This is an optimization exercise on Yosys and OpenROAD, whose aim is small area and a short achievable clock period, not a production implementation. The RTL was checked by simulation tests, not by an equivalence proof against the original design.

==> flow/design.v (outline; a module is shown in full before it is edited, if it fits) <==
// module easel_alu: 140 lines
// module easel_clz32: 35 lines
// module easel_xu: 300 lines
// module easel_mul_tree: 1913 lines
module easel_xu (
    input  wire        clk,
    input  wire        rst,         
    input  wire        issue,
    input  wire [31:0] instr,
    input  wire [31:0] opa,         
    input  wire [31:0] opb,         
    input  wire        sat_clr,     
    output reg         w1_valid,
    output reg  [4:0]  w1_rd,
    output reg  [31:0] w1_data,
    output reg         w3_valid,
    output reg  [4:0]  w3_rd,
    output wire [31:0] w3_data,
    output reg         ill,
    output wire        sat
);
  // ...
==> flow/flow/run.sh <==
#!/bin/bash
set -euo pipefail
bash standard.sh "BUFFER_PORTS_ARGS=-buffer_cell sky130_fd_sc_hd__buf_2" \
  SETUP_SLACK_MARGIN=5.5 finish > standard_make.log 2>&1
==> flow/standard.sh <==
#!/bin/bash
# synth_recipe.tcl (not shown) runs the flow's synth.tcl, then flattens the netlist and writes it again
# the make line also repeats each setting of config.mk as NAME=value (left out here)
make -C /OpenROAD-flow-scripts/flow DESIGN_CONFIG=/design/flow/config.mk WORK_HOME=/design/flow/orfs CLKGATE_MAP_FILE= SYNTH_SCRIPT=/design/flow/synth_recipe.tcl "${@:-finish}"
==> flow/config.mk <==
export PLATFORM = sky130hd
export DESIGN_NAME = easel_xu
export DESIGN_NICKNAME = easel_xu
export VERILOG_FILES = /design/flow/design.v
export SDC_FILE = /design/flow/constraint.sdc
export NUM_CORES = 4
export LEC_CHECK = 0
export ABC_AREA = 1
export CAP_MARGIN = 20
export CORE_MARGIN = 2
export CORE_UTILIZATION = 50
export SLEW_MARGIN = 20
==> flow/constraint.sdc <==
create_clock -name core_clock -period 10.5 [get_ports {clk}]
set_input_delay 2.1000 -clock core_clock [delete_from_list [all_inputs] [get_ports {clk}]]
set_output_delay 2.1000 -clock core_clock [all_outputs]
set_load 0.01 [all_outputs]
==> qor.csv, run 1 <==
stage,metric,value,unit
detailed_routing,M1 WL,126000,um
layout,final design utilization,56.2,%
sta,Fmax,0.174,GHz
floorplan,Core Area,139000,sq um
layout,"commonest non-fill, non-tap cell in the layout",nand2_1,
detailed_routing,ANT nets after route,0,
yosys,Most used DFF post-synth,dfxtp_1,
clock_network,# clock sinks,597,
yosys,"top cells by area, synth","fa_1 (15%), edfxtp_1 (11%), nand2_1 (9.8%)",
floorplan,Initial Utilization,50.2,%
layout,Seq area share,18.7,%
sta,# setup viols final,0,
worst_setup_path,Crit-path slowest cell,dfxtp_2,
worst_setup_path,Required @ worst endpoint,8.40,ns
clock_network,worst-skew pair later-pin latency,0.68,ns
job,Max-cap violations,0,
sta,Tcrit/Tclk final,54.6,%
run_status,status,"complete, no violations",
clock_network,clk root buf,clkbuf_16,
detailed_routing,routed length on met3,48200,um
layout,register area,14600,sq um
yosys,post-synthesis compound-gate area fraction,16.5,%
worst_setup_path,Crit path top cell by count,nor2_4,
floorplan,IO Count,178,
worst_setup_path,reg2reg end,s2_x[28],
worst_setup_path,R2R depth,13,
clock_network,cts hold-fix bufs,0,
placement,Placement Setup Slack,3.56,ns
worst_setup_path,cell family with most CP delay,simple AND/OR/NAND/NOR gates,
sta,fin. max-slew vios,0,
detailed_routing,DRT Pass-1 Iters,13,
layout,filler instances,13300,
yosys,Simple-Gate Fraction of Synth Area,19.7,%
yosys,Mapped Avg Cell Area,7.34,sq um
worst_setup_path,crit path from,w3_pre[0],
placement,# port buffers,177,
yosys,multiplexer share of the synthesized area,0.102,%
grt,total global routing overflow,0,
==> module easel_xu, before the edit <==
module easel_xu (
    input  wire        clk,
    input  wire        rst,         
    input  wire        issue,
    input  wire [31:0] instr,
    input  wire [31:0] opa,         
    input  wire [31:0] opb,         
    input  wire        sat_clr,     
    output reg         w1_valid,
    output reg  [4:0]  w1_rd,
    output reg  [31:0] w1_data,
    output reg         w3_valid,
    output reg  [4:0]  w3_rd,
    output wire [31:0] w3_data,
    output reg         ill,
    output wire        sat
);
    wire [5:0]  op  = instr[31:26];
    wire [4:0]  rd  = instr[25:21];
    wire [10:0] fn  = instr[10:0];
    wire        alu_legal;
    wire [32:0] alu_sum;
    wire [31:0] alu_other;
    wire        alu_use_sum, alu_sadd;
    wire        alu_sat;
    easel_alu u_alu (
        .instr   (instr),
        .opa     (opa),
        .opb     (opb),
        .legal   (alu_legal),
        .sum     (alu_sum),
        .other   (alu_other),
        .use_sum (alu_use_sum),
        .sadd    (alu_sadd),
        .sat     (alu_sat)
    );
    wire op_mul = (op == 6'h08);
    wire op_mac = (op == 6'h09);
    wire op_acc = (op == 6'h0A);
    wire is_mul  = op_mul &&
                   (fn == 11'h000 || fn == 11'h001 || fn == 11'h002 ||
                    fn == 11'h004 || fn == 11'h005 || fn == 11'h006 ||
                    fn == 11'h007);
    wire is_mac  = op_mac && (instr[25:23] == 3'd0) &&
                   (fn == 11'h000 || fn == 11'h001 || fn == 11'h003 ||
                    fn == 11'h004 || fn == 11'h005 || fn == 11'h007);
    wire is_accr = op_acc && (fn[10:8] == 3'd0) &&
                   (instr[20:18] == 3'd0) && (instr[15:11] == 5'd0) &&
                   (fn[1] == 1'b0 || fn[7:2] == 6'd0);
    wire is_accw = op_acc && (fn[10:8] == 3'd1) && (fn[7:2] == 6'd0) &&
                   (instr[25:23] == 3'd0) && (fn[1:0] != 2'd3) &&
                   (fn[1:0] == 2'd0 || instr[15:11] == 5'd0);
    wire is_accz = op_acc && (fn == 11'h200) &&
                   (instr[25:23] == 3'd0) && (instr[20:11] == 10'd0);
    wire legal = alu_legal || is_mul || is_mac || is_accr || is_accw || is_accz;
    wire        alu_ovf = alu_sum[32] ^ alu_sum[31];
    wire [31:0] alu_result = ~alu_use_sum ? alu_other :
                             (alu_sadd & alu_ovf) ? (alu_sum[32] ? 32'h8000_0000 : 32'h7FFF_FFFF) :
                             alu_sum[31:0];
    wire go    = issue && !rst;
    wire p_mul  = (op[1:0] == 2'b00);
    wire p_mac  = (op[1:0] == 2'b01);
    wire p_acc  = op[1];
    wire m_uns  = p_mul & (fn[2:0] == 3'b010);                
    wire m_q15  = p_mul & fn[2] & ~fn[0];                     
    wire a_sh16 = (p_mac & ~fn[0]) | (p_acc & fn[1]);         
    wire b_sh16 = p_mac & ~fn[0];                             
    wire b_c31  = p_acc & (fn[1] | fn[0]);                    
    wire a_zero = p_acc & fn[9];                              
    wire [32:0] a_op, b_op;
    assign a_op[15:0]  = (a_sh16 | a_zero) ? 16'd0 : opa[15:0];
    assign a_op[31:16] = a_zero ? 16'd0 : a_sh16 ? opa[15:0] :
                         m_q15 ? {16{opa[15]}} : opa[31:16];
    assign a_op[32]    = (a_zero | m_uns) ? 1'b0 : (a_sh16 | m_q15) ? opa[15] : opa[31];
    assign b_op[15:0]  = (b_sh16 | b_c31) ? 16'd0 : opb[15:0];
    assign b_op[31:16] = b_c31 ? 16'h8000 : b_sh16 ? opb[15:0] :
                         m_q15 ? {16{opb[15]}} : opb[31:16];
    assign b_op[32]    = (b_c31 | m_uns) ? 1'b0 : (b_sh16 | m_q15) ? opb[15] : opb[31];
    wire mac_w1r  = p_mac & fn[0] & fn[1];                    
    wire mac_sub_floor = p_mac & (fn[2:0] == 3'b101);         
    wire mq15r    = p_mul & (fn[2:0] == 3'b110);
    wire mq31r    = p_mul & (fn[2:0] == 3'b111);
    wire [1:0] inj = mq31r ? 2'd3 : mac_sub_floor ? 2'd2 :
                     (mac_w1r | mq15r) ? 2'd1 : 2'd0;
    wire tie15_en = mac_w1r | mq15r;
    wire neg_all  = p_mac & fn[2];
    wire is_pair  = p_acc & ~fn[9] & (fn[1:0] == 2'd0);
    localparam K_MUL  = 2'd0;
    localparam K_MAC  = 2'd1;
    localparam K_ACCR = 2'd2;
    localparam K_ACCW = 2'd3;
    wire [1:0] kind0 = p_mul ? K_MUL : p_mac ? K_MAC :
                       (fn[9] | fn[8]) ? K_ACCW : K_ACCR;
    wire [1:0] idx0  = (p_acc & ~fn[9] & ~fn[8]) ? instr[17:16] : instr[22:21];
    wire [34:0] bx = {b_op[32], b_op, 1'b0};
    wire [16:0] bo0, bt0, bn0;
    genvar gi;
    generate
        for (gi = 0; gi < 17; gi = gi + 1) begin : g_booth
            wire b0 = bx[2*gi];
            wire b1 = bx[2*gi+1];
            wire b2 = bx[2*gi+2];
            assign bo0[gi] = b1 ^ b0;
            assign bt0[gi] = (b2 & ~b1 & ~b0) | (~b2 & b1 & b0);
            assign bn0[gi] = b2 ^ neg_all;
        end
    endgenerate
    wire [50:0] booth0 = is_pair ? {19'd0, opb} : {bn0, bt0, bo0};
    reg [63:0] acc0, acc1, acc2, acc3;
    reg        aco0, aco1, aco2, aco3;
    reg        s1_valid;
    reg [1:0]  s1_kind;
    reg [4:0]  s1_rd;
    reg [1:0]  s1_idx;
    reg [7:0]  s1_fn;
    reg [32:0] s1_a;
    reg [50:0] s1_booth;     
    reg [1:0]  s1_inj;
    reg        s1_tie15, s1_pair;
    wire [16:0] bo = s1_booth[16:0];
    wire [16:0] bt = s1_booth[33:17];
    wire [16:0] bn = s1_booth[50:34];
    wire [64:0] kin = {31'h2AAAAAAB, 34'd0} |
                      {34'd0, (s1_inj == 2'd3), 15'd0, s1_inj[0] ^ s1_inj[1],
                       {14{s1_inj == 2'd2}}};
    wire [64:0] ps, pc;
    easel_mul_tree u_tree (.A(s1_a), .one(bo), .two(bt), .neg(bn), .K(kin),
                           .ps(ps), .pc(pc));
    wire [16:0] lo = {1'b0, ps[15:0]} + {1'b0, pc[15:0]};
    wire [14:0] lzp = ps[14:0] ^ pc[14:0];
    wire [14:0] lzo = {ps[13:0] | pc[13:0], 1'b0};
    wire tie15 = s1_tie15 & ~(|(lzp ^ lzo));
    wire [2:0] gh = {1'b0, ps[64:63]} + {1'b0, pc[64:63]};
    wire ext1 = (gh >= 3'd2);
    wire ext2 = (gh == 3'd6);
    wire [14:0] xext = {{14{ext1}}, ext1 & ~ext2};
    wire [64:0] x_n = {xext, ps[64:16], lo[15] & ~tie15};
    wire [64:0] x_p = {s1_booth[31], s1_booth[31:0], s1_a[31:0]};
    reg        s2_valid;
    reg [1:0]  s2_kind;
    reg [4:0]  s2_rd;
    reg [1:0]  s2_idx;
    reg [7:0]  s2_fn;
    reg [64:0] s2_x;
    reg [48:0] s2_y;         
    reg        s2_c16;       
    reg [14:0] s2_lo;        
    reg        s2_tie31en;
    reg [3:0]  s2_rsv;
    reg        s2_osel, s2_osgn;
    wire [63:0] acc_sel = ({64{s2_rsv[0]}} & acc0) | ({64{s2_rsv[1]}} & acc1) |
                          ({64{s2_rsv[2]}} & acc2) | ({64{s2_rsv[3]}} & acc3) |
                          ({64{s2_osel}} & {~s2_osgn, {63{s2_osgn}}});
    wire [64:0] acc_in = {acc_sel[63], acc_sel};
    wire [64:0] yrow   = {15'd0, s2_y, 1'b0};
    wire [64:0] cs_s = acc_in ^ s2_x ^ yrow;
    wire [64:0] cs_c = (acc_in & s2_x) | (acc_in & yrow) | (s2_x & yrow);
    wire [64:0] add_u = {cs_s[64:1], acc_in[0]};
    wire [64:0] add_v = {cs_c[63:1], s2_c16, s2_x[0]};
    wire [64:0] sum   = add_u + add_v;
    wire        m_ovf   = sum[64] ^ sum[63];
    wire [63:0] acc_new = sum[63:0];
    wire [14:0] za = s2_x[15:1];
    wire [14:0] zb = s2_y[14:0];
    wire [14:0] zp = za ^ zb;
    wire [14:0] zo = {za[13:0] | zb[13:0], s2_c16};
    wire s2_tie31 = s2_tie31en & ~(|s2_lo) & ~s2_x[0] & ~(|(zp ^ zo));
    reg  [32:0] mul_pre;
    always @(*) begin
        case (s2_fn[2:0])
        3'd0: mul_pre = {1'b0, sum[16:0], s2_lo};
        3'd1, 3'd2: mul_pre = {1'b0, sum[48:17]};
        3'd4, 3'd6: mul_pre = {sum[16:0], 16'd0};
        default: mul_pre = {sum[48:17], sum[16] & ~s2_tie31};
        endcase
    end
    wire s2_q15 = (s2_kind == K_MUL) & s2_fn[2] & ~s2_fn[0];
    wire s2_q31 = (s2_kind == K_MUL) & s2_fn[2] & s2_fn[0];
    wire [4:0]  a_sh  = s2_fn[7:3];
    wire        a_r   = s2_fn[2];
    wire [47:0] v48   = acc_sel[47:0] << a_sh;
    reg         fitA, fitB;
    integer     j;
    always @(*) begin
        fitA = 1'b1;
        fitB = 1'b1;
        for (j = 16; j < 63; j = j + 1) begin
            if ((j + a_sh >= 47) && (acc_sel[j] != acc_sel[63])) fitA = 1'b0;
            if ((j + a_sh >= 48) && (acc_sel[j] != acc_sel[63])) fitB = 1'b0;
        end
    end
    wire [31:0] w32   = v48[47:16];
    wire        st0   = |v48[14:0];
    wire        inc0  = a_r & v48[15] & (st0 | v48[16]);
    wire        st1   = |v48[30:0];
    wire        inc1  = a_r & v48[31] & (st1 | v48[32]);
    wire        fmt1  = s2_fn[0];
    wire        rmax0 = inc0 & (w32 == 32'h7FFF_FFFF);
    wire        rmax1 = inc1 & (w32[31:16] == 16'h7FFF);
    wire        a_sgn = acc_sel[63];
    wire        asat0 = a_sgn ? (~fitA & ~(fitB & rmax0)) : (~fitA | rmax0);
    wire        asat1 = a_sgn ? (~fitA & ~(fitB & rmax1)) : (~fitA | rmax1);
    reg  [31:0] accr_res;
    reg         accr_sat;
    always @(*) begin
        accr_sat = 1'b0;
        case (s2_fn[1:0])
        2'd0: begin
            accr_sat = asat0;
            accr_res = asat0 ? (a_sgn ? 32'h8000_0000 : 32'h7FFF_FFFF) : w32;
        end
        2'd1: begin
            accr_sat = asat1;
            accr_res = asat1 ? (a_sgn ? 32'h8000_0000 : 32'h7FFF_0000) : w32;
        end
        2'd2: accr_res = acc_sel[63:32];
        default: accr_res = acc_sel[31:0];
        endcase
    end
    wire s2_sat = (s2_kind == K_MAC)  ? m_ovf :
                  (s2_kind == K_ACCR) ? accr_sat : 1'b0;
    wire s2_wacc = (s2_kind == K_MAC) | (s2_kind == K_ACCW);
    wire s2_wreg = (s2_kind == K_MUL) | (s2_kind == K_ACCR);
    reg  [32:0] w3_pre;
    reg         w3_q15, w3_q31;          
    reg         w3_hi;                   
    reg         w3_i0, w3_i16;           
    reg         sat_r;
    wire        w3_ovf = w3_pre[32] ^ w3_pre[31];
    wire [31:0] w3_v   = w3_pre[31:0] + {15'd0, w3_i16, 15'd0, w3_i0};
    assign w3_data = (w3_q31 & w3_ovf) ? (w3_pre[32] ? 32'h8000_0000 : 32'h7FFF_FFFF) :
                     (w3_q15 & w3_ovf) ? (w3_pre[32] ? 32'hFFFF_8000 : 32'h0000_7FFF) :
                     w3_hi ? {{16{w3_v[31]}}, w3_v[31:16]} : w3_v;
    assign sat = sat_r | ((w3_q15 | w3_q31) & w3_ovf);
    wire [64:0] acc_wd = rst ? 65'd0 : {m_ovf, acc_new};
    wire        acc_w  = s2_valid && s2_wacc;
    always @(posedge clk) begin
        if (rst || (acc_w && s2_idx == 2'd0)) {aco0, acc0} <= acc_wd;
        if (rst || (acc_w && s2_idx == 2'd1)) {aco1, acc1} <= acc_wd;
        if (rst || (acc_w && s2_idx == 2'd2)) {aco2, acc2} <= acc_wd;
        if (rst || (acc_w && s2_idx == 2'd3)) {aco3, acc3} <= acc_wd;
    end
    wire [3:0] rsel_n = {4{(s1_kind == K_MAC) | (s1_kind == K_ACCR)}} &
                        {s1_idx == 2'd3, s1_idx == 2'd2, s1_idx == 2'd1, s1_idx == 2'd0};
    wire [3:0] acc_we = {4{acc_w}} & {s2_idx == 2'd3, s2_idx == 2'd2, s2_idx == 2'd1, s2_idx == 2'd0};
    wire [3:0] aco_nx = {4{~rst}} & ((acc_we & {4{m_ovf}}) |
                                     (~acc_we & {aco3, aco2, aco1, aco0}));
    wire [3:0] a63_nx = {4{~rst}} & ((acc_we & {4{sum[63]}}) |
                                     (~acc_we & {acc3[63], acc2[63], acc1[63], acc0[63]}));
    always @(posedge clk) begin
        w1_rd    <= rd;
        w1_data  <= alu_result;
        s1_kind  <= kind0;
        s1_rd    <= rd;
        s1_idx   <= idx0;
        s1_fn    <= fn[7:0];
        s1_a     <= a_op;
        s1_booth <= booth0;
        s1_inj   <= inj;
        s1_tie15 <= tie15_en;
        s1_pair  <= is_pair;
        s2_kind  <= s1_kind;
        s2_rd    <= s1_rd;
        s2_idx   <= s1_idx;
        s2_fn    <= s1_fn;
        s2_x     <= s1_pair ? x_p : x_n;
        s2_y     <= s1_pair ? 49'd0 : pc[64:16];
        s2_c16   <= s1_pair ? 1'b0 : lo[16];
        s2_lo    <= lo[14:0];
        s2_tie31en <= (s1_inj == 2'd3);
        s2_rsv   <= rsel_n & ~aco_nx;
        s2_osel  <= |(rsel_n & aco_nx);
        s2_osgn  <= |(rsel_n & a63_nx);
        w3_rd    <= s2_rd;
        w3_pre   <= (s2_kind == K_ACCR) ? {1'b0, accr_res} : mul_pre;
        w3_hi    <= (s2_kind == K_ACCR) ? (s2_fn[1:0] == 2'd1) : s2_q15;
        w3_i0    <= (s2_kind == K_ACCR) & (s2_fn[1:0] == 2'd0) & inc0 & ~asat0;
        w3_i16   <= (s2_kind == K_ACCR) & (s2_fn[1:0] == 2'd1) & inc1 & ~asat1;
        if (rst) begin
            w1_valid <= 1'b0;
            w3_valid <= 1'b0;
            ill      <= 1'b0;
            sat_r    <= 1'b0;
            w3_q15   <= 1'b0;
            w3_q31   <= 1'b0;
            s1_valid <= 1'b0;
            s2_valid <= 1'b0;
        end else begin
            w1_valid <= go && alu_legal && (rd != 5'd0);
            ill      <= go && !legal;
            s1_valid <= go && (is_mul || is_mac || is_accr || is_accw || is_accz);
            s2_valid <= s1_valid;
            w3_valid <= s2_valid && s2_wreg && (s2_rd != 5'd0);
            sat_r    <= (sat && !sat_clr) || (go && (alu_sat || (alu_sadd && alu_ovf))) ||
                        (s2_valid && s2_sat);
            w3_q15   <= s2_valid && s2_q15;
            w3_q31   <= s2_valid && s2_q31;
        end
    end
endmodule
==> run 2: changes to the inputs <==
--- a/flow/design.v
+++ b/flow/design.v
@@ -371,4 +371,5 @@
     wire        inc1  = a_r & v48[31] & (st1 | v48[32]);
     wire        fmt1  = s2_fn[0];
+    wire [31:0] rnd32 = w32 + {15'd0, fmt1 & inc1, 15'd0, ~fmt1 & inc0};
     wire        rmax0 = inc0 & (w32 == 32'h7FFF_FFFF);
     wire        rmax1 = inc1 & (w32[31:16] == 16'h7FFF);
@@ -383,9 +384,10 @@
         2'd0: begin
             accr_sat = asat0;
-            accr_res = asat0 ? (a_sgn ? 32'h8000_0000 : 32'h7FFF_FFFF) : w32;
+            accr_res = asat0 ? (a_sgn ? 32'h8000_0000 : 32'h7FFF_FFFF) : rnd32;
         end
         2'd1: begin
             accr_sat = asat1;
-            accr_res = asat1 ? (a_sgn ? 32'h8000_0000 : 32'h7FFF_0000) : w32;
+            accr_res = asat1 ? (a_sgn ? 32'hFFFF_8000 : 32'h0000_7FFF)
+                             : {{16{rnd32[31]}}, rnd32[31:16]};
         end
         2'd2: accr_res = acc_sel[63:32];
@@ -399,12 +401,9 @@
     reg  [32:0] w3_pre;
     reg         w3_q15, w3_q31;          
-    reg         w3_hi;                   
-    reg         w3_i0, w3_i16;           
     reg         sat_r;
     wire        w3_ovf = w3_pre[32] ^ w3_pre[31];
-    wire [31:0] w3_v   = w3_pre[31:0] + {15'd0, w3_i16, 15'd0, w3_i0};
     assign w3_data = (w3_q31 & w3_ovf) ? (w3_pre[32] ? 32'h8000_0000 : 32'h7FFF_FFFF) :
                      (w3_q15 & w3_ovf) ? (w3_pre[32] ? 32'hFFFF_8000 : 32'h0000_7FFF) :
-                     w3_hi ? {{16{w3_v[31]}}, w3_v[31:16]} : w3_v;
+                     w3_q15 ? {{16{w3_pre[31]}}, w3_pre[31:16]} : w3_pre[31:0];
     assign sat = sat_r | ((w3_q15 | w3_q31) & w3_ovf);
     wire [64:0] acc_wd = rst ? 65'd0 : {m_ovf, acc_new};
@@ -449,7 +448,4 @@
         w3_rd    <= s2_rd;
         w3_pre   <= (s2_kind == K_ACCR) ? {1'b0, accr_res} : mul_pre;
-        w3_hi    <= (s2_kind == K_ACCR) ? (s2_fn[1:0] == 2'd1) : s2_q15;
-        w3_i0    <= (s2_kind == K_ACCR) & (s2_fn[1:0] == 2'd0) & inc0 & ~asat0;
-        w3_i16   <= (s2_kind == K_ACCR) & (s2_fn[1:0] == 2'd1) & inc1 & ~asat1;
         if (rst) begin
             w1_valid <= 1'b0;
==> qor.csv, run 2 <==
stage,metric,value,unit,change
run_status,status,"complete, no violations",,
yosys,Most used DFF post-synth,dfxtp_1,,
floorplan,Core Area,138000,sq um,-0.85%
floorplan,# rows,136,,
yosys,"top cells by area, synth","fa_1 (15%), edfxtp_1 (11%), nand2_1 (10%)",,
layout,share of cells above drive strength 1,10.7,%,
yosys,yosys warns,2,,
grt,global-route wire length before repair,493000,um,
worst_setup_path,crit path launch type,flip-flop,,
yosys,Gate Count Post-Synth,9498,,
sta,Worst Clk Skew,0.0403,ns,
placement,HPWL Detailed,258000,um,
grt,antenna violations before repair,27,,
yosys,synth cell count leaders,"nand2_1 (1945), inv_1 (1324), xor2_1 (676), o21ai_0 (652), nor2_1 (639)",,
detailed_routing,WL/cell,31.1,um,
sta,Fmax,0.194,GHz,+11%
layout,"commonest non-fill, non-tap cell in the layout",nand2_1,,
layout,most frequent cells in the layout,"nand2_1 (1890), inv_1 (1270), xor2_1 (663), nor2_1 (606), o21ai_0 (590)",,
sta,# setup viols final,0,,unchanged
yosys,Post-synth EDFFs,260,,
detailed_routing,Avg Vias per Cell,6.49,,
worst_setup_path,crit-path max FO,19,,
hold_path,Hold Crit Class,flip-flop to flip-flop,,
grt,total global routing overflow,0,,unchanged
clock_network,clk slew on worst S/H paths,0.07,ns,
detailed_routing,ANT nets after route,0,,unchanged
sta,fin. max-slew vios,0,,unchanged
yosys,"FF+latch count, synth",594,,
yosys,"Seq/Total Area, Yosys",20.8,%,
clock_network,CTS tree,done,,
detailed_routing,DRT Pass-1 Iters,11,,-2
clock_network,# clock sinks,594,,-0.50%
floorplan,DIE AREA,142000,sq um,
hold_path,hold_sp,s1_fn[0],,
grt,vias in the first global route,69700,,
job,Max-cap violations,0,,unchanged
clock_network,CTS Buf Count,70,,
worst_setup_path,crit path from,bo[10],,
layout,fin nets,10500,,
worst_setup_path,Crit path top cell by count,fa_1,,
clock_network,worst-skew pair later-pin latency,0.71,ns,+0.03 ns
sta,setup TNS,0,ns,
floorplan,IO Count,178,,unchanged
worst_setup_path,Worst Path Arrival,5.56,ns,
yosys,most common cell in the synthesized netlist,nand2_1,,
worst_setup_path,"slowest stage delay, CP",0.57,ns,
placement,GP Congestion,1.13,,
worst_setup_path,reg2reg start,bo[10],,
sta,slew margin rel.,19.0,%,
floorplan,Initial Utilization,50.5,%,+0.31 points
yosys,Mapped Avg Cell Area,7.33,sq um,-0.17%
detailed_routing,drt total wl,353000,um,
yosys,Syn Nets,10500,,
yosys,cell area after synthesis,69600,sq um,
layout,Synth-to-Final Area Change,10.8,%,
worst_setup_path,crit-path cells,inv_4 > buf_6 > o22ai_1 > xor2_1 > fa_1 > fa_1 > fa_1 > fa_1 > fa_1 > fa_1 > nand2_1 > o21ai_0,,
sta,"Hold Vio Cnt, Final",0,,
yosys,post-synth top area share,15.5,%,
detailed_routing,# DRC,0,,
clock_network,Clock Path Buffers,3,,
yosys,synth unique cells,81,,
clock_network,H-tree levels,3,,
layout,Finished Cell Area,77100,sq um,
grt,Total GRT Usage,48.1,%,
clock_network,clk root buf,clkbuf_16,,
worst_setup_path,Crit-path slowest cell,fa_1,,
sta,Tcrit/Tclk final,49.0,%,-5.6 points
floorplan,die width,377,um,
yosys,cell accounting for the most synthesized area,fa_1,,
floorplan,die height,377,um,
detailed_routing,DR vias,73600,,
worst_setup_path,crit path kind,flip-flop to flip-flop,,
placement,# port buffers,177,,unchanged
sta,Worst Tran Pin Value,1.21,ns,
placement,Placed Area,71600,sq um,
worst_setup_path,Worst setup EP type,flip-flop,,
grt,largest net degree at the start of global routing,99,,
worst_setup_path,Required @ worst endpoint,10.91,ns,+2.51 ns
detailed_routing,First DRT Iteration DRCs,10800,,
sta,RSZ-0062 raised after global routing,yes,,
yosys,Async SR Flop Fraction,0,%,
sta,fin crit period,5.15,ns,
==> run 2: changes by cell type after synthesis, moves of 16 or more <==
| cell | previous run | this run |
|---|---|---|
| o211ai_1 | 54 | 72 |
| a21oi_1 | 368 | 341 |
| nand3_1 | 560 | 534 |
| xor2_1 | 692 | 676 |
| a31oi_1 | 54 | 29 |
| xnor2_1 | 65 | 81 |
| o21ai_1 | 52 | 31 |
| nand2_1 | 1818 | 1945 |
| inv_1 | 1350 | 1324 |
| o221ai_1 | 33 | 53 |
==> run 2: cell families after synthesis <==
| group | after synthesis | share of synthesized area, % |
|---|---|---|
| flops | 594 | 20.8 |
| fa+ha+maj | 897 | 21.9 |
| compound gates | 1916 | 16.3 |
| buf+inv | 1956 | 11.1 |
| simple gates | 3370 | 20.1 |
| mux | 4 | 0.0593 |
| xor+xnor | 761 | 9.62 |
==> run 2: routing by layer <==
layer	wire, um	share of wire [%]	global-route usage (%)	vias up
met2	148000	42	72.1	6069
met4	35300	10	35.5	30
li1	-	-	-	31100
met5	377	0.11	1.03	-
met1	123000	35	56.9	34500
met3	46700	13	16.6	1883
==> run 2: per-stage QoR <==
stage | instances | util (%) | setup slack (ns) | hold WS [ns]
finish | 11300 | 55.9 | 5.35 | 0.329
floorplan | 9498 | - | 5.41 | 0.310
CTS | 11200 | 54.5 | 5.45 | 0.329
global placement | 11100 | 51.9 | 3.61 | 0.310
detailed placement | 11100 | 52.0 | 3.62 | 0.315
global route | 11300 | 55.9 | 5.37 | 0.341
==> run 2: worst paths after layout <==
kind	to	slack, ns	depth (start not counted)
setup / recovery	s2_x[25]	5.35	12
hold / removal	s2_fn[0]	0.33	0
setup reg to reg	s2_x[25]	5.35	12
hold reg to reg	s2_fn[0]	0.33	0
==> run 2: what timing repair did <==
action,in CTS,in global routing
hold buffers,0,0
pin swaps,8,32
gates cloned,9,6
setup endpoints to repair,274,231
setup buffers,26,72
resized for setup,206,333
==> run 2: final cells by class <==
| type | instances | area (sq um) |
|---|---|---|
| Antenna cell | 18 | 45.0 |
| Clock buffer | 89 | 1920 |
| Clock inverter | 39 | 409 |
| Fill cell | 12900 | 60700 |
| Inverter | 1383 | 5410 |
| Multi-Input combinational cell | 6949 | 48700 |
| Sequential cell | 594 | 14500 |
| Tap cell | 1794 | 2240 |
| Timing Repair Buffer | 457 | 3830 |
| Timing Repair inverter | 4 | 32.5 |
==> run 2: worst max-delay path: cells and delay by family, from the launching register on <==
family,cells,cell delay [ns]
buffers and inverters,2,0.61
xor gates and xnor gates,1,0.19
DFF,1,0.45
adders and majority gates,6,2.97
AOI/OAI and AO/OA,2,0.49
and+or+nand+nor,1,0.12
==> run 3: changes to the inputs <==
==> flow/flow/run.sh (replaced) <==
#!/bin/bash
set -euo pipefail
bash standard.sh "BUFFER_PORTS_ARGS=-buffer_cell sky130_fd_sc_hd__buf_2" \
  SETUP_SLACK_MARGIN=5.75 finish > standard_make.log 2>&1
==> qor.csv, run 3 <==
stage,metric,value,unit,change
sta,fin crit period,4.88,ns,-0.266 ns
detailed_routing,DR vias,73900,,+0.51%
hold_path,hold worst-path end,s2_fn[3],,
layout,share of cells above drive strength 1,13.0,%,+2.3 points
yosys,most common cell in the synthesized netlist,nand2_1,,
grt,largest net degree at the start of global routing,90,,-9.1%
yosys,yosys warns,2,,unchanged
placement,HPWL Detailed,248000,um,-3.9%
yosys,Syn Nets,10500,,unchanged
yosys,Gate Count Post-Synth,9498,,unchanged
floorplan,IO Count,178,,unchanged
sta,final setup margin,5.62,ns,+0.266 ns
sta,Worst Tran Pin Value,1.18,ns,-0.0302 ns
worst_setup_path,crit-path max FO,8,,-11
grt,total global routing overflow,0,,unchanged
detailed_routing,WL/cell,30.9,um,-0.87%
placement,# port buffers,177,,unchanged
clock_network,# clock sinks,594,,unchanged
floorplan,die width,377,um,unchanged
sta,slew margin rel.,21.0,%,+2.0 points
placement,Placed Area,71600,sq um,about the same
worst_setup_path,reg2reg start,s2_rsv[1],,
worst_setup_path,reg2reg end,s2_rsv[0],,
floorplan,Initial Utilization,50.5,%,unchanged
clock_network,cts hold-fix bufs,0,,unchanged
layout,final design utilization,57.7,%,+1.8 points
grt,Total GRT Usage,47.5,%,-0.64 points
floorplan,DIE AREA,142000,sq um,unchanged
sta,Worst Clk Skew,0.0541,ns,+0.0138 ns
yosys,"FF+latch count, synth",594,,unchanged
yosys,cell accounting for the most synthesized area,fa_1,,
layout,register area,14600,sq um,+0.22%
worst_setup_path,crit-path cells,buf_12 > clkbuf_16 > nand2_1 > nand2_1 > nor2_4 > nand2_2 > inv_1 > fa_1 > inv_1 > ha_1 > nand2_1 > nor4_1 > nand4_1 > nand2_1 > nand2_1 > nand2_1 > nand3_1 > nand3_2 > nand2_1 > a21boi_0,,
layout,filler instances,13000,,+0.26%
sta,"Hold Vio Cnt, Final",0,,unchanged
hold_path,hold_sp,s1_fn[3],,
sta,Fmax,0.205,GHz,+5.4%
worst_setup_path,"setup slack, reg-to-reg",5.62,ns,+0.27 ns
clock_network,clk root buf,clkbuf_16,,
yosys,Async SR Flop Fraction,0,%,unchanged
clock_network,clk slew on worst S/H paths,0.06,ns,about the same
clock_network,worst-skew pair later-pin latency,0.71,ns,about the same
worst_setup_path,R2R depth,20,,+8
worst_setup_path,Required @ worst endpoint,11.04,ns,+0.13 ns
clock_network,CTS tree,done,,
detailed_routing,# DRC,0,,unchanged
sta,# setup viols final,0,,unchanged
yosys,Mapped Avg Cell Area,7.33,sq um,unchanged
worst_setup_path,crit path launch type,flip-flop,,
grt,vias in the first global route,69100,,-0.91%
sta,RSZ-0062 raised after global routing,yes,,
yosys,Most used DFF post-synth,dfxtp_1,,
hold_path,hold path cells,0,,unchanged
worst_setup_path,Worst Path Arrival,5.43,ns,-0.13 ns
grt,global-route wire length before repair,488000,um,-1.0%
layout,most frequent cells in the layout,"nand2_1 (1863), inv_1 (1251), xor2_1 (662), nor2_1 (579), o21ai_0 (545)",,
detailed_routing,DRT Pass-1 Iters,13,,+2
layout,area occupied by multi-input gates,49500,sq um,+1.6%
floorplan,Core Area,138000,sq um,unchanged
yosys,cell area after synthesis,69600,sq um,unchanged
run_status,status,"complete, no violations",,
worst_setup_path,Worst setup EP type,flip-flop,,
clock_network,H-tree levels,3,,unchanged
yosys,synth unique cells,81,,unchanged
layout,Synth-to-Final Area Change,14.3,%,
worst_setup_path,Crit path top cell by count,nand2_1,,
sta,fin. max-slew vios,0,,unchanged
detailed_routing,First DRT Iteration DRCs,11500,,+6.6%
floorplan,die height,377,um,unchanged
sta,Tcrit/Tclk final,46.5,%,-2.5 points
layout,"commonest non-fill, non-tap cell in the layout",nand2_1,,
yosys,"Seq/Total Area, Yosys",20.8,%,unchanged
job,Max-cap violations,0,,unchanged
layout,fin nets,10500,,+0.75%
yosys,"top cells by area, synth","fa_1 (15%), edfxtp_1 (11%), nand2_1 (10%)",,
yosys,Post-synth EDFFs,260,,unchanged
grt,antenna violations before repair,31,,+15%
floorplan,# rows,136,,unchanged
detailed_routing,drt total wl,352000,um,-0.24%
worst_setup_path,cell family with most CP delay,simple AND/OR/NAND/NOR gates,,
worst_setup_path,CP bufs+invs,4,,+2
clock_network,Clock Path Buffers,3,,unchanged
yosys,post-synth top area share,15.5,%,unchanged
placement,Placement Setup Slack,3.74,ns,+0.121 ns
detailed_routing,Avg Vias per Cell,6.49,,-0.13%
layout,Finished Cell Area,79500,sq um,+3.2%
sta,setup TNS,0,ns,unchanged
yosys,synth cell count leaders,"nand2_1 (1945), inv_1 (1324), xor2_1 (676), o21ai_0 (652), nor2_1 (639)",,
worst_setup_path,Crit-path slowest cell,nor4_1,,
detailed_routing,ANT nets after route,0,,unchanged
worst_setup_path,crit path kind,flip-flop to flip-flop,,
placement,GP Congestion,1.13,,-0.20%
worst_setup_path,"slowest stage delay, CP",0.59,ns,+0.02 ns
hold_path,Hold Crit Class,flip-flop to flip-flop,,
clock_network,CTS Buf Count,70,,unchanged
-- run 3: cell type report --
| class | instances | area share, % |
|---|---|---|
| antenna | 12 | 0.0377 |
| clock buffer | 85 | 2.34 |
| clock inverter | 44 | 0.821 |
| inverter | 1383 | 6.87 |
| multi-input combinational | 6952 | 62.2 |
| sequential | 594 | 18.3 |
| tap | 1794 | 2.82 |
| timing repair buffer | 532 | 6.55 |
| timing repair inverter | 4 | 0.0440 |
-- run 3: how the worst max path moves through the flow --
stage                         start           to  slack, ns  depth (start not counted)
after floorplan            instr[1]  w1_data[17]       5.41                         26
after global placement    instr[26]   w1_data[7]       3.78                         20
after detailed placement  instr[26]   w1_data[9]       3.74                         20
after CTS                  instr[1]   w1_data[9]       5.71                         26
after global routing      s2_rsv[1]    w3_pre[6]       5.62                         24
final                     s2_rsv[1]    s2_rsv[0]       5.62                         20
-- run 3: what timing repair did --
action,4_1_cts,5_1_grt
pin swaps,27,80
resized for setup,400,505
setup buffers,64,98
endpoints found under the setup margin,374,253
endpoints found under the hold margin,0,0
gates cloned,20,15
-- run 3: cell families (layout without fill, tap and decap cells) --
family	count (synthesis)	after routing	synth area share [%]
AND/OR/NAND/NOR	3370	3374	20.1
flip-flops	594	594	20.8
other	0	12	0
buffers and inverters	1956	2048	11.1
adder cells (fa/ha/maj)	897	897	21.9
XOR/XNOR	761	761	9.62
AO/OA/AOI/OAI	1916	1916	16.3
multiplexers	4	4	0.0593
-- run 3: routing by layer --
metal | global-route usage, % | up-vias | wire [um]
met5 | 0.0686 | - | 235
met4 | 34.4 | 24 | 34000
met3 | 15.9 | 1773 | 47300
met2 | 70.0 | 6050 | 146000
met1 | 57.8 | 34800 | 124000
li1 | - | 31300 | -
-- run 3: worst register-to-register path: stages, from the launching register on --
cell       delay, ns
dfxtp_4         0.52
buf_12          0.18
clkbuf_16       0.19
nand2_1         0.06
nand2_1         0.10
nor2_4          0.07
nand2_2         0.15
inv_1           0.15
fa_1            0.52
inv_1           0.05
ha_1            0.47
nand2_1         0.17
nor4_1          0.59
nand4_1         0.35
nand2_1         0.15
nand2_1         0.06
nand2_1         0.15
nand3_1         0.14
nand3_2         0.15
nand2_1         0.09
a21boi_0        0.41
-- run 3: stage by stage --
| stage | std cells | hold slack, ns |
|---|---|---|
| 5_1_grt | 11400 | 0.287 |
| 4_1_cts | 11300 | 0.281 |
| 3_3_place_gp | 11100 | 0.311 |
| 6_report | 11400 | 0.277 |
| 2_1_floorplan | 9498 | 0.310 |
| 3_5_place_dp | 11100 | 0.312 |
==> run 4: changes to the inputs <==
==> flow/flow/run.sh (replaced) <==
#!/bin/bash
set -euo pipefail
bash standard.sh "BUFFER_PORTS_ARGS=-buffer_cell sky130_fd_sc_hd__buf_2" \
  SETUP_SLACK_MARGIN=6 finish > standard_make.log 2>&1
==> qor.csv, run 4 <==
stage,metric,value,unit,change
detailed_routing,First DRT Iteration DRCs,11800,,+2.1%
layout,fin nets,10700,,+1.5%
sta,Fmax,0.210,GHz,+2.6%
grt,Total GRT Usage,48.6,%,+1.2 points
worst_setup_path,crit-path max FO,9,,+1
clock_network,Clock Path Buffers,3,,unchanged
worst_setup_path,Worst setup EP type,flip-flop,,
layout,filler instances,12500,,-3.8%
layout,most frequent cells in the layout,"nand2_1 (1787), inv_1 (1191), xor2_1 (644), nor2_1 (544), o21ai_0 (529)",,
sta,Worst Clk Skew,0.0444,ns,-0.00973 ns
floorplan,IO Count,178,,unchanged
grt,largest net degree at the start of global routing,71,,-21%
yosys,Mapped Avg Cell Area,7.33,sq um,unchanged
floorplan,die width,377,um,unchanged
yosys,synth cell count leaders,"nand2_1 (1945), inv_1 (1324), xor2_1 (676), o21ai_0 (652), nor2_1 (639)",,
clock_network,clk slew on worst S/H paths,0.06,ns,about the same
grt,total global routing overflow,0,,unchanged
worst_setup_path,Required @ worst endpoint,11.15,ns,+0.11 ns
floorplan,die height,377,um,unchanged
clock_network,worst-skew pair later-pin latency,0.73,ns,+0.02 ns
clock_network,CTS tree,done,,
yosys,cell accounting for the most synthesized area,fa_1,,
sta,setup TNS,0,ns,unchanged
layout,Synth-to-Final Area Change,20.2,%,
yosys,Gate Count Post-Synth,9498,,unchanged
sta,# setup viols final,0,,unchanged
sta,slew margin rel.,21.1,%,+0.035 points
detailed_routing,drt total wl,362000,um,+3.0%
worst_setup_path,crit path from,opa[27],,
sta,fin. max-slew vios,0,,unchanged
sta,RSZ-0062 raised after global routing,yes,,
worst_setup_path,R2R depth,20,,unchanged
detailed_routing,DR vias,75500,,+2.1%
floorplan,Initial Utilization,50.5,%,unchanged
yosys,Post-synth EDFFs,260,,unchanged
detailed_routing,WL/cell,31.3,um,+1.5%
floorplan,DIE AREA,142000,sq um,unchanged
clock_network,CTS Buf Count,69,,-1.4%
yosys,Most used DFF post-synth,dfxtp_1,,
yosys,"FF+latch count, synth",594,,unchanged
worst_setup_path,termination of the worst setup path,w1_data[30],,
sta,"Hold Vio Cnt, Final",0,,unchanged
yosys,Async SR Flop Fraction,0,%,unchanged
worst_setup_path,"setup slack, reg-to-reg",5.87,ns,+0.25 ns
clock_network,# clock sinks,594,,unchanged
clock_network,H-tree levels,3,,unchanged
yosys,cell area after synthesis,69600,sq um,unchanged
grt,global-route wire length before repair,499000,um,+2.3%
floorplan,# rows,136,,unchanged
run_status,status,"complete, no violations",,
detailed_routing,DRT Pass-1 Iters,20,,+7
layout,"commonest non-fill, non-tap cell in the layout",nand2_1,,
yosys,yosys warns,2,,unchanged
worst_setup_path,Worst Path Arrival,5.41,ns,-0.02 ns
worst_setup_path,crit path kind,input port to flip-flop,,
yosys,most common cell in the synthesized netlist,nand2_1,,
yosys,Syn Nets,10500,,unchanged
yosys,synth unique cells,81,,unchanged
sta,Tcrit/Tclk final,45.4,%,-1.2 points
worst_setup_path,reg2reg end,s2_x[0],,
layout,final design utilization,60.7,%,+2.9 points
grt,antenna violations before repair,32,,+3.2%
detailed_routing,ANT nets after route,0,,unchanged
sta,fin crit period,4.76,ns,-0.123 ns
yosys,"Seq/Total Area, Yosys",20.8,%,unchanged
detailed_routing,Avg Vias per Cell,6.53,,+0.67%
worst_setup_path,crit path launch type,input port,,
placement,GP Congestion,1.11,,-1.8%
worst_setup_path,reg2reg start,s1_a[9],,
placement,HPWL Detailed,249000,um,+0.59%
yosys,post-synth top area share,15.5,%,unchanged
floorplan,Core Area,138000,sq um,unchanged
sta,Worst Tran Pin Value,1.18,ns,-0.000530 ns
grt,vias in the first global route,70900,,+2.7%
job,Max-cap violations,0,,unchanged
clock_network,clk root buf,clkbuf_16,,
yosys,"top cells by area, synth","fa_1 (15%), edfxtp_1 (11%), nand2_1 (10%)",,
placement,# port buffers,177,,unchanged
detailed_routing,# DRC,0,,unchanged
hold_path,Hold Crit Class,flip-flop to flip-flop,,
layout,share of cells above drive strength 1,19.0,%,+6.1 points
==> run 4: how the worst min path moves through the flow <==
| stage | start | endpoint | slack [ns] | depth (start not counted) |
|---|---|---|---|---|
| after floorplan | s1_fn[0] | s2_fn[0] | 0.31 | 0 |
| after global placement | s1_fn[7] | s2_fn[7] | 0.31 | 0 |
| after detailed placement | s1_fn[5] | s2_fn[5] | 0.31 | 0 |
| after CTS | s1_fn[5] | s2_fn[5] | 0.29 | 0 |
| after global routing | s1_fn[5] | s2_fn[5] | 0.31 | 0 |
| final | s1_fn[5] | s2_fn[5] | 0.30 | 0 |
==> run 4: kinds of logic (layout without fill, tap and decap cells) <==
logic type,count (synthesis),count (layout),share of synthesized area [%]
compound gates,1916,1916,16.3
xor+xnor,761,761,9.62
fa+ha+maj,897,897,21.9
buf+inv,1956,2202,11.1
flops,594,594,20.8
mux,4,4,0.0593
other cells,0,17,0
simple gates,3370,3374,20.1
==> run 4: critical path, cell delays in order <==
cell	delay, ns
buf_2	0.49
clkinvlp_4	0.53
o21ai_0	0.32
nand2_1	0.07
o21ai_0	0.19
nand2_1	0.13
nand3_1	0.15
o21ai_0	0.16
mux2i_1	0.25
nand2_1	0.09
nand2_1	0.21
nand2_1	0.09
o21ai_0	0.13
nor2_1	0.10
o221ai_1	0.19
nand2_1	0.10
inv_1	0.07
==> run 4: cell type report <==
type                       count  area (sq um)  share of cell area [%]
antenna                       17          42.5                  0.0509
clock buffer                  91          1960                    2.35
clock inverter                34           343                   0.410
inverter                    1383          5630                    6.74
multi-input combinational   6952         51500                    61.6
sequential                   594         14600                    17.5
tap                         1794          2240                    2.68
timing repair buffer         688          7260                    8.68
timing repair inverter         6          48.8                  0.0584
==> run 4: timing repair <==
action	4_1_cts	5_1_grt
pin swaps	89	224
buffers inserted	179	128
hold buffers	0	0
gates cloned	35	17
endpoints found under the setup margin	482	287
gates resized for setup	827	774
==> run 4: metal layers <==
layer / vias to the layer above / part of all wire (%) / global-route usage [%]
li1: 31600 / - / -
met1: 35500 / 35 / 58.3
met2: 6328 / 41 / 71.1
met3: 2034 / 14 / 17.0
met4: 42 / 10 / 37.5
met5: - / 0.20 / 1.13
==> run 4: stage by stage <==
step                      area [sq um]  hold slack (ns)  std cells  worst slack (ns)
after floorplan                  69700            0.310       9498              5.41
after global placement           71500            0.311      11100              3.64
after detailed placement         71500            0.312      11100              3.62
after CTS                        79300            0.293      11400              5.94
after global routing             83600            0.308      11500              5.69
final                            83600            0.302      11600              5.74
==> run 5: changes to the inputs <==
==> flow/flow/run.sh (replaced) <==
#!/bin/bash
set -euo pipefail
bash standard.sh "BUFFER_PORTS_ARGS=-buffer_cell sky130_fd_sc_hd__buf_2" \
  SETUP_SLACK_MARGIN=5.75 MATCH_CELL_FOOTPRINT=0 finish > standard_make.log 2>&1
==> qor.csv, run 5 <==
stage,metric,value,unit,change
run_status,status,"complete, no violations",,
hold_path,Hold Crit Class,flip-flop to flip-flop,,
clock_network,CTS tree,done,,
yosys,"FF+latch count, synth",594,,unchanged
worst_setup_path,reg2reg start,s1_a[21],,
yosys,Syn Nets,10500,,unchanged
layout,most frequent cells in the layout,"nand2_1 (1860), inv_1 (1243), xor2_1 (659), nor2_1 (575), o21ai_0 (552)",,
hold_path,hold path cells,0,,unchanged
yosys,synth cell count leaders,"nand2_1 (1945), inv_1 (1324), xor2_1 (676), o21ai_0 (652), nor2_1 (639)",,
detailed_routing,Avg Vias per Cell,6.47,,-0.86%
worst_setup_path,"setup slack, reg-to-reg",5.74,ns,-0.13 ns
sta,Worst Clk Skew,0.0407,ns,-0.00374 ns
detailed_routing,DR vias,74300,,-1.6%
worst_setup_path,Crit path top cell by count,inv_1,,
sta,final setup margin,5.65,ns,-0.0894 ns
worst_setup_path,crit-path cells,clkbuf_4 > clkinvlp_4 > nand2_1 > nor2_2 > inv_1 > nor2_4 > nand2_2 > nor2_1 > inv_1 > nor2_1 > inv_1 > nor2_1 > inv_1 > nor3_2 > buf_6 > o21ai_0 > nand3_1 > a311oi_1 > o211ai_1 > nand2_1 > inv_1,,
floorplan,IO Count,178,,unchanged
clock_network,CTS Buf Count,70,,+1.4%
worst_setup_path,crit-path max FO,15,,+6
clock_network,clk slew on worst S/H paths,0.07,ns,about the same
clock_network,H-tree levels,3,,unchanged
placement,GP Congestion,1.15,,+3.7%
sta,# setup viols final,0,,unchanged
clock_network,Clock Path Buffers,3,,unchanged
sta,RSZ-0062 raised after global routing,yes,,
grt,Total GRT Usage,47.5,%,-1.2 points
yosys,Most used DFF post-synth,dfxtp_1,,
yosys,yosys warns,2,,unchanged
yosys,post-synth top area share,15.5,%,unchanged
layout,filler instances,12900,,+3.6%
worst_setup_path,"slowest stage delay, CP",0.52,ns,about the same
yosys,Post-synth EDFFs,260,,unchanged
yosys,cell area after synthesis,69600,sq um,unchanged
sta,setup TNS,0,ns,unchanged
yosys,most common cell in the synthesized netlist,nand2_1,,
sta,Tcrit/Tclk final,46.2,%,+0.85 points
floorplan,# rows,136,,unchanged
layout,Synth-to-Final Area Change,15.5,%,
sta,slew margin rel.,22.2,%,+1.2 points
layout,fin nets,10600,,-0.85%
worst_setup_path,crit path launch type,input port,,
floorplan,DIE AREA,142000,sq um,unchanged
layout,"commonest non-fill, non-tap cell in the layout",nand2_1,,
placement,Placed Area,71600,sq um,about the same
detailed_routing,First DRT Iteration DRCs,11300,,-4.0%
clock_network,worst-skew pair later-pin latency,0.73,ns,about the same
job,Max-cap violations,0,,unchanged
yosys,"top cells by area, synth","fa_1 (15%), edfxtp_1 (11%), nand2_1 (10%)",,
layout,Finished Cell Area,80300,sq um,-3.9%
worst_setup_path,reg2reg end,s2_x[15],,
detailed_routing,DRT Pass-1 Iters,10,,-50%
layout,share of cells above drive strength 1,14.1,%,-4.9 points
detailed_routing,drt total wl,354000,um,-2.4%
floorplan,die height,377,um,unchanged
hold_path,hold_sp,s1_fn[4],,
yosys,cell accounting for the most synthesized area,fa_1,,
floorplan,Initial Utilization,50.5,%,unchanged
placement,Placement Setup Slack,3.34,ns,-0.286 ns
grt,global-route wire length before repair,489000,um,-2.0%
clock_network,# clock sinks,594,,unchanged
detailed_routing,WL/cell,30.8,um,-1.7%
sta,Worst Tran Pin Value,1.17,ns,-0.0176 ns
grt,vias in the first global route,69400,,-2.1%
grt,largest net degree at the start of global routing,68,,-4.2%
yosys,synth unique cells,81,,unchanged
placement,# port buffers,177,,unchanged
sta,Fmax,0.206,GHz,-1.8%
worst_setup_path,Crit-path slowest cell,o21ai_0,,
yosys,Gate Count Post-Synth,9498,,unchanged
layout,final design utilization,58.3,%,-2.4 points
worst_setup_path,crit path kind,input port to flip-flop,,
clock_network,cts hold-fix bufs,0,,unchanged
hold_path,hold worst-path end,s2_fn[4],,
yosys,"Seq/Total Area, Yosys",20.8,%,unchanged
grt,antenna violations before repair,24,,-25%
worst_setup_path,Worst Path Arrival,5.46,ns,+0.05 ns
sta,fin crit period,4.85,ns,+0.0894 ns
worst_setup_path,Worst setup EP type,flip-flop,,
floorplan,die width,377,um,unchanged
sta,"Hold Vio Cnt, Final",0,,unchanged
yosys,Mapped Avg Cell Area,7.33,sq um,unchanged
worst_setup_path,R2R depth,12,,-40%
sta,fin. max-slew vios,0,,unchanged
yosys,Async SR Flop Fraction,0,%,unchanged
worst_setup_path,Required @ worst endpoint,11.11,ns,-0.04 ns
detailed_routing,# DRC,0,,unchanged
detailed_routing,ANT nets after route,0,,unchanged
grt,total global routing overflow,0,,unchanged
floorplan,Core Area,138000,sq um,unchanged
clock_network,clk root buf,clkbuf_16,,
placement,HPWL Detailed,252000,um,+0.86%
[run 5: cell counts after synthesis]
Identical to the previous run, type by type.
[run 5: worst max-delay path by stage]
stage | start | endpoint | slack, ns
global placement | instr[0] | w1_data[25] | 3.28
global route | instr[1] | w1_data[30] | 5.62
CTS | s2_rsv[0] | w3_pre[20] | 5.70
floorplan | instr[1] | w1_data[17] | 5.44
detailed placement | instr[0] | w1_data[26] | 3.34
finish | opa[2] | w1_data[8] | 5.65
[run 5: cell families after synthesis]
group	count (synthesis)	synth area share, %
xor+xnor	761	9.62
compound gates	1916	16.3
flops	594	20.8
mux	4	0.0593
buf+inv	1956	11.1
fa+ha+maj	897	21.9
simple gates	3370	20.1
[run 5: layer usage]
layer	GRT usage (%)	vias up	routed length, um
li1	-	31400	-
met1	56.8	35100	123000
met2	70.5	5915	147000
met3	16.2	1855	47600
met4	35.1	30	35700
met5	0.720	-	456
[run 5: worst max-delay path, delay by kind of cell]
family	cells	cell delay, ns
compound gates	3	0.99
buf+inv	8	1.29
simple gates	10	1.04
[run 5: timing repair]
action / CTS / global route
setup buffers: 75 / 141
pin swaps: 27 / 128
cloned: 13 / 23
setup endpoints to repair: 372 / 241
gates resized for setup: 446 / 585
[run 5: metrics by stage]
stage / hold slack [ns] / std cells
after CTS: 0.326 / 11300
after detailed placement: 0.312 / 11100
after floorplan: 0.310 / 9498
after global routing: 0.330 / 11500
final: 0.326 / 11500
after global placement: 0.311 / 11100
[run 5: cell type report]
cell class,count,area (sq um),area share (%)
sequential,594,14600,18.1
antenna,15,37.5,0.0467
tap,1794,2240,2.79
clock inverter,38,518,0.645
timing repair inverter,3,21.3,0.0265
timing repair buffer,599,5740,7.14
clock buffer,92,2010,2.50
multi-input combinational,6952,49700,61.9
inverter,1383,5480,6.82

re-timing with driven ports:
The flow's constraints put no driver on any port. The routed layouts listed below were extracted and timed again, unchanged, in two steps.
Step 1 (the two cells are an assumption about what drives the block):
set clk [get_ports {clk}]
set_driving_cell -lib_cell sky130_fd_sc_hd__clkbuf_16 $clk
set_driving_cell -lib_cell sky130_fd_sc_hd__buf_2 [delete_from_list [all_inputs] $clk]
Step 2 moves the port delays by t, midway between the first and last clock arrival at a register: inputs arrive t later, outputs are due t later. That takes back most of the time a late clock gives input paths.
a / b / c = ideal / step 1 / step 2; a / b = the first two.
run | t, ns | setup slack, ns | worst data-port slew with drivers (ns)
run 1 | 0.756 | 4.762 / 4.671 / 4.806 | 0.08
run 2 | 0.780 | 5.350 / 5.350 / 4.730 | 0.07
run 3 | 0.781 | 5.616 / 5.616 / 4.934 | 0.12
run 4 | 0.801 | 5.738 / 5.800 / 4.999 | 0.17
run 5 | 0.800 | 5.649 / 5.664 / 4.864 | 0.19
After both steps every run listed still meets setup and hold. For run 5, which loses most, drivers alone change the setup slack by +0.015 ns; drivers and shift together by -0.785 ns.
